This is an optimization exercise on Yosys and OpenROAD, whose aim is small area, a short achievable clock period and few clock cycles per item, not a production implementation.
Function was checked by simulation only, so behaviour that the tests miss may differ from the original.
Power and IR drop assume default switching activity.

## run G
==> flow/design.v (excerpt) <==
module bch_dec (
    input  wire        clk,
    input  wire        rst,
    input  wire        in_valid,
    output wire        in_ready,
    input  wire [63:0] in_data,
    output reg         out_valid,
    output wire        out_fail,       
    output wire [1:0]  out_nerr,       
    output wire [10:0] out_pos0,       
    output wire [10:0] out_pos1,
    output wire [10:0] out_pos2
);
clock: 10.0 ns
lec_check: 0
cap_margin: 20
core_margin: 2
core_utilization: 60
slew_margin: 20
run.sh (not shown) runs the stock make flow with config.mk's settings and CLKGATE_MAP_FILE= SYNTH_SCRIPT=/design/flow/synth_recipe.tcl, a recipe that flattens the netlist after the stock synthesis.
Run G: all stages complete, timing, DRC and antenna checks passed
Testbench counts of run G, summed over its fixed seeds: cycles 9,976, rows 480.
#### Input delta (run H over run G)
diff --git a/flow/design.v b/flow/design.v
--- a/flow/design.v
+++ b/flow/design.v
@@ -672,83 +672,85 @@
         if (c_st[7]) begin c_zb <= c_m; c_ok <= (c_zb == f_sq2(c_za)); end
         if (c_st[8] & c_k3)  c_c  <= f_htsq(c_zb);
         if (c_st[9])  c_zb <= c_m;
         if (c_st[10] & c_k3) c_c  <= c_m ^ c_s1;
         if (c_st[11] & c_k3) begin c_ic <= c_m ^ c_s1; c_s1 <= c_m ^ c_c; end
     end
     reg        d_bsy;
     reg [4:0]  d_cn_r;                 
     assign     d_cnt = d_cn_r;
-    wire [14:0] d_st = 15'd1 << d_cnt;
+    wire [16:0] d_st = 17'd1 << d_cnt;
     reg [10:0] d_x64, d_e5, d_e69;
     wire [10:0] d_e534 = d_e5;         
     reg [1:0]  d_n;
     reg        d_fail;
-    reg [4:0]  d_k;
+    reg [4:0]  d_a, d_b15, d_k;
     reg [6:0]  d_b;
+    reg [11:0] d_kk;
     reg [10:0] d_q0, d_q1, d_q2;
     assign     d_busy = d_bsy;
-    wire [4:0]  d_cn = c_pass ? 5'd0 : (d_cnt == 5'd15) ? d_cnt : d_cnt + 5'd1;
-    wire [14:0] d_nx = 15'd1 << d_cn;
+    wire [4:0]  d_cn = c_pass ? 5'd0 : (d_cnt == 5'd17) ? d_cnt : d_cnt + 5'd1;
+    wire [16:0] d_nx = 17'd1 << d_cn;
     reg d_g0, d_g1, d_g2, d_p1, d_p2;  
     wire d_p0 = d_g0 | d_g1 | d_g2;
     always @(posedge clk) begin
         d_g0 <= d_nx[0];
         d_g1 <= d_nx[3];
         d_g2 <= d_nx[6];
         d_p1 <= d_nx[1] | d_nx[4] | d_nx[7];
         d_p2 <= d_nx[2] | d_nx[5] | d_nx[8];
     end
     wire [10:0] d_x  = ({11{d_g0}} & c_c) | ({11{d_g1}} & c_ic) | ({11{d_g2}} & c_s1);
     wire [10:0] d_ma = ({11{d_p0}} & d_x) | ({11{d_p1 | d_p2}} & d_e5);
     wire [10:0] d_mb = ({11{d_p0}} & f_sq2(d_x)) | ({11{d_p1}} & d_x64) |
                        ({11{d_p2}} & f_sq9(d_e69));
     wire [10:0] d_m = gf_mul(d_ma, d_mb);
     wire d_tab = d_st[3] | d_st[6] | d_st[9];
-    wire d_key_st = d_st[4] | d_st[7] | d_st[10];
-    wire [11:0] d_t89 = f_t89(d_e69[10:1]);    
-    wire [5:0]  d_kd  = {1'b0, f_t23(d_e534)} - {1'b0, d_t89[11:7]};
+    wire d_key_st = d_st[6] | d_st[9] | d_st[12];
+    wire [5:0]  d_kd  = {1'b0, d_a} - {1'b0, d_b15};
     wire [4:0]  d_kn  = d_kd[5] ? d_kd[4:0] + 5'd23 : d_kd[4:0];
-    wire [11:0] d_kk  = 12'd1279 - {7'd0, d_k} * 12'd89;
     wire [11:0] d_pos = d_kk - {5'd0, d_b};
     wire        d_ok  = !d_pos[11] && (d_pos[10:0] <= 11'd1231);
-    wire        d_use = d_st[4] ? (d_n != 2'd0) : d_st[7] ? d_n[1] : (d_n == 2'd3);
+    wire        d_use = d_st[6] ? (d_n != 2'd0) : d_st[9] ? d_n[1] : (d_n == 2'd3);
     wire [10:0] d_key = (d_use && d_ok) ? d_pos[10:0] : 11'h7ff;
     wire        d_sw01 = d_q1 < d_q0;
     wire        d_sw12 = d_q2 < d_q1;
     always @(posedge clk) begin
         if (rst) begin
             d_bsy     <= 1'b0;
             out_valid <= 1'b0;
         end else begin
             if (c_pass) d_bsy <= 1'b1;
-            else if (d_st[14]) d_bsy <= 1'b0;
-            out_valid <= d_bsy && d_st[14];
+            else if (d_st[16]) d_bsy <= 1'b0;
+            out_valid <= d_bsy && d_st[16];
         end
         if (rst) begin
-            d_cn_r <= 5'd15;
+            d_cn_r <= 5'd17;
         end else begin
             d_cn_r <= d_cn;
         end
         if (c_pass) begin
             d_n    <= c_n;
             d_fail <= c_fail || (c_k3 && !c_ok);
         end else if (d_key_st && d_use && !d_ok) begin
             d_fail <= 1'b1;
         end
         if (d_p0) begin d_e5 <= d_m; d_x64 <= f_sq6(d_x); end
         if (d_p1) d_e69 <= d_m;
         if (d_p2) d_e5 <= d_m;
-        if (d_tab) begin d_b <= d_t89[6:0]; d_k <= d_kn; end
+        if (d_tab) {d_b15, d_b} <= f_t89(d_e69[10:1]);
+        d_a  <= f_t23(d_e534);
+        d_k  <= d_kn;
+        d_kk <= 12'd1279 - {7'd0, d_k} * 12'd89;
         if (d_key_st) begin d_q2 <= d_key; d_q1 <= d_q2; d_q0 <= d_q1; end
-        if ((d_st[11] | d_st[13]) && d_sw01) begin d_q0 <= d_q1; d_q1 <= d_q0; end
-        if (d_st[12] && d_sw12) begin d_q1 <= d_q2; d_q2 <= d_q1; end
-        if (d_st[14]) begin
+        if ((d_st[13] | d_st[15]) && d_sw01) begin d_q0 <= d_q1; d_q1 <= d_q0; end
+        if (d_st[14] && d_sw12) begin d_q1 <= d_q2; d_q2 <= d_q1; end
+        if (d_st[16]) begin
             if (d_fail || d_n == 2'd0) d_q0 <= 11'd0;
             if (d_fail || !d_n[1])     d_q1 <= 11'd0;
             if (d_fail || d_n != 2'd3) d_q2 <= 11'd0;
             if (d_fail)                d_n  <= 2'd0;
         end
     end
     assign out_fail = d_fail;
     assign out_nerr = d_n;
     assign out_pos0 = d_q0;
Results
Worst reg-to-reg path cell count, run H and run G, higher one = run G. According to the power report, total power for run H is lower than for run G. Per the comparison of run H with run G, power density over cell area now sits lower, minimum period implied by the final worst setup slack now sits lower, global-route usage over all layers now sits higher, clock network area share now sits at about the same level. No stage failed in run H, and the final checks on the layout all came back clean. [compare] base=run G new=run H: global routing met2 resource utilization shows an increase of 0.99 points; layout overhead on the synthesized area shows a reduction of 0.56 points; cell area after synthesis shows an increase of 2.6%; XOR/XNOR share of the synthesized area shows a reduction of 0.82 points; synthesized area per cell shows no meaningful change.
Testbench counts of run H, summed over its fixed seeds: cycles 9,992, rows 480.

-- port drivers added, routing unchanged --
The flow's constraints put no driver on any port. The routed layouts listed below were extracted and timed again, unchanged, in two steps.
Step 1 sets driving cells, clkbuf_16 on the clock port and buf_2 on the other inputs (assumed; they add their load-dependent delay and slew).
Step 2, shift: input delay + t, output delay - t, t = (earliest + latest rising clock arrival at the registers) / 2. This alone moves slack from input paths to output paths.
Three values: no drivers, after step 1, after step 2; two values: the first two.
| run | t, ns | setup WS [ns] | worst setup path at the end | pins driven straight from the clock port |
|---|---|---|---|---|
| run G | 0.627 | 5.281 / 5.281 / 5.281 | register to register | 1 |
| run H | 0.669 | 5.407 / 5.407 / 5.407 | register to register | 1 |
After both steps every run listed still meets setup and hold.
